Background: an optimization exercise with open tools, aiming at small area and a short achievable clock period. Do not read the settings as production practice. The RTL was checked by simulation tests, not by an equivalence proof against the original design.

## tim_domains
module tim_domains (
    input  wire        clk,
    input  wire        rst,             
    input  wire        cmd_valid,
    input  wire [2:0]  cmd_op,
    input  wire        cmd_dom,
    input  wire [77:0] cmd_data,
    input  wire        rd_dom,
    output wire [47:0] rd_sec,
    output wire [29:0] rd_ns,
    output wire [31:0] rd_frac,
    output wire [31:0] rd_rate,
    output wire        rd_valid,
    output wire        rd_holdover,
    output wire        rd_slewing,
    output wire [23:0] rd_slew_left,    
    output wire [31:0] rd_steps,
    output wire [31:0] rd_jumps_refused,
    output wire [31:0] rd_hold_refused
);
Size in the first run: ~7100 cells after synthesis, roughly 350 I/O pins, about 71000 um^2 of cells after synthesis.
==> flow/config.mk <==
export PLATFORM = sky130hd
export DESIGN_NAME = tim_domains
export DESIGN_NICKNAME = tim_domains
export VERILOG_FILES = /design/flow/design.v
export SDC_FILE = /design/flow/constraint.sdc
export NUM_CORES = 4
export LEC_CHECK = 0
export CAP_MARGIN = 20
export CORE_MARGIN = 2
export CORE_UTILIZATION = 40
export SLEW_MARGIN = 20
==> flow/constraint.sdc <==
create_clock -name core_clock -period 45.0 [get_ports {clk}]
set_input_delay 9.0000 -clock core_clock [delete_from_list [all_inputs] [get_ports {clk}]]
set_output_delay 9.0000 -clock core_clock [all_outputs]
set_load 0.01 [all_outputs]
standard.sh (not shown) runs the stock make flow with config.mk's settings and CLKGATE_MAP_FILE= SYNTH_SCRIPT=/design/flow/synth_recipe.tcl, a recipe that flattens the netlist after the stock synthesis.
==> flow/flow/run.sh <==
#!/bin/bash
# The standard layout (standard.sh, all steps, its own synthesis), with
# two changes:
# - the buffer that ORFS puts on every input and output port is a plain
#   sky130_fd_sc_hd__buf_2 rather than the cell buffer_ports picks by itself
#   (a clkdlybuf4s50_1 delay buffer, 0.5 ns on every port);
# - ORFS's timing repair aims for SETUP_SLACK_MARGIN ns of setup slack on
#   the worst path (TNS_END_PERCENT 0: the worst path only), so that it also
#   shortens the paths that set the achieved period.
# The clock, its period and all constraints are the standard flow's, unchanged. make's
# output goes to standard.log, each tool's to orfs/logs/.
set -euo pipefail
bash standard.sh "BUFFER_PORTS_ARGS=-buffer_cell sky130_fd_sc_hd__buf_2" \
    SETUP_SLACK_MARGIN=26 TNS_END_PERCENT=0 finish > standard.log 2>&1
The starting point ran to the end with no violations.
Next try:
--- a/flow/flow/run.sh
+++ b/flow/flow/run.sh
@@ -13,2 +13,2 @@
 bash standard.sh "BUFFER_PORTS_ARGS=-buffer_cell sky130_fd_sc_hd__buf_2" \
-    SETUP_SLACK_MARGIN=26 TNS_END_PERCENT=0 finish > standard.log 2>&1
+    SETUP_SLACK_MARGIN=26.6 TNS_END_PERCENT=0 finish > standard.log 2>&1
What happened:
- The new run finished with timing, DRC and antenna clean
- utilization climbs by 0.18 points
- final cell count hardly moves
- maximum frequency barely changes
- global-route usage is about the same
- die area does not change
- worst hold slack hardly moves
- synthesized cell count is unchanged
- non-clock buffer count climbs by 5
- routed wire length stays flat
- sequential share of layout area came out lower by 0.11 points
Next try:
--- a/flow/flow/run.sh
+++ b/flow/flow/run.sh
@@ -4,3 +4,3 @@
 # - the buffer that ORFS puts on every input and output port is a plain
-#   sky130_fd_sc_hd__buf_2 rather than the cell buffer_ports picks by itself
+#   sky130_fd_sc_hd__buf_1 rather than the cell buffer_ports picks by itself
 #   (a clkdlybuf4s50_1 delay buffer, 0.5 ns on every port);
@@ -12,3 +12,3 @@
 set -euo pipefail
-bash standard.sh "BUFFER_PORTS_ARGS=-buffer_cell sky130_fd_sc_hd__buf_2" \
-    SETUP_SLACK_MARGIN=26.6 TNS_END_PERCENT=0 finish > standard.log 2>&1
+bash standard.sh "BUFFER_PORTS_ARGS=-buffer_cell sky130_fd_sc_hd__buf_1" \
+    SETUP_SLACK_MARGIN=26 TNS_END_PERCENT=0 finish > standard.log 2>&1
Result:
- The changed run finished clean
- via count rose by 0.31%
- critical path depth is unchanged
- global-route usage fell by 0.17 points
- count of clock-buffer cells in the layout fell by 9
Next try:
--- a/flow/flow/run.sh
+++ b/flow/flow/run.sh
@@ -4,3 +4,3 @@
 # - the buffer that ORFS puts on every input and output port is a plain
-#   sky130_fd_sc_hd__buf_1 rather than the cell buffer_ports picks by itself
+#   sky130_fd_sc_hd__buf_2 rather than the cell buffer_ports picks by itself
 #   (a clkdlybuf4s50_1 delay buffer, 0.5 ns on every port);
@@ -12,3 +12,3 @@
 set -euo pipefail
-bash standard.sh "BUFFER_PORTS_ARGS=-buffer_cell sky130_fd_sc_hd__buf_1" \
+bash standard.sh "BUFFER_PORTS_ARGS=-buffer_cell sky130_fd_sc_hd__buf_2" \
     SETUP_SLACK_MARGIN=26 TNS_END_PERCENT=0 finish > standard.log 2>&1
CTS_CLUSTER_DIAMETER = 70   (was not set)
CTS_CLUSTER_SIZE = 35   (was not set)
PLACE_DENSITY = 0.75   (was not set)
Result: The changed run went through all stages and came out clean; final cell count came out lower slightly; clock-buffer cell count is lower by 44; first-iteration DRC count goes up by a quarter to a third.

## what the ideal ports hide
In the flow no input, the clock included, has a driving cell. The finished layouts below were timed again as built, in two steps.
Step 1: set_driving_cell puts a clkbuf_16 on clk and a buf_2 on each other input, an assumption about the parent block.
Step 2, shift: input delay + t, output delay - t, t = (earliest + latest rising clock arrival at the registers) / 2. This alone moves slack from input paths to output paths.
Three values: ideal, step 1, step 2; two values: the first two.
run | shift t [ns] | slack for setup (ns) | worst setup path at the end | worst slew at a driven data input, ns
the first run | 0.813 | 25.827 / 25.508 / 25.369 | input to register | 0.39
the second run | 0.811 | 25.843 / 25.521 / 25.311 | input to register | 0.39
the third run | 0.829 | 25.847 / 25.684 / 25.455 | input to register | 0.21
the fourth run | 0.782 | 25.834 / 25.622 / 25.291 | input to register | 0.22
After both steps every run listed still meets setup and hold. For the fourth run, which loses most, drivers alone change the setup slack by -0.212 ns; drivers and shift together by -0.543 ns.
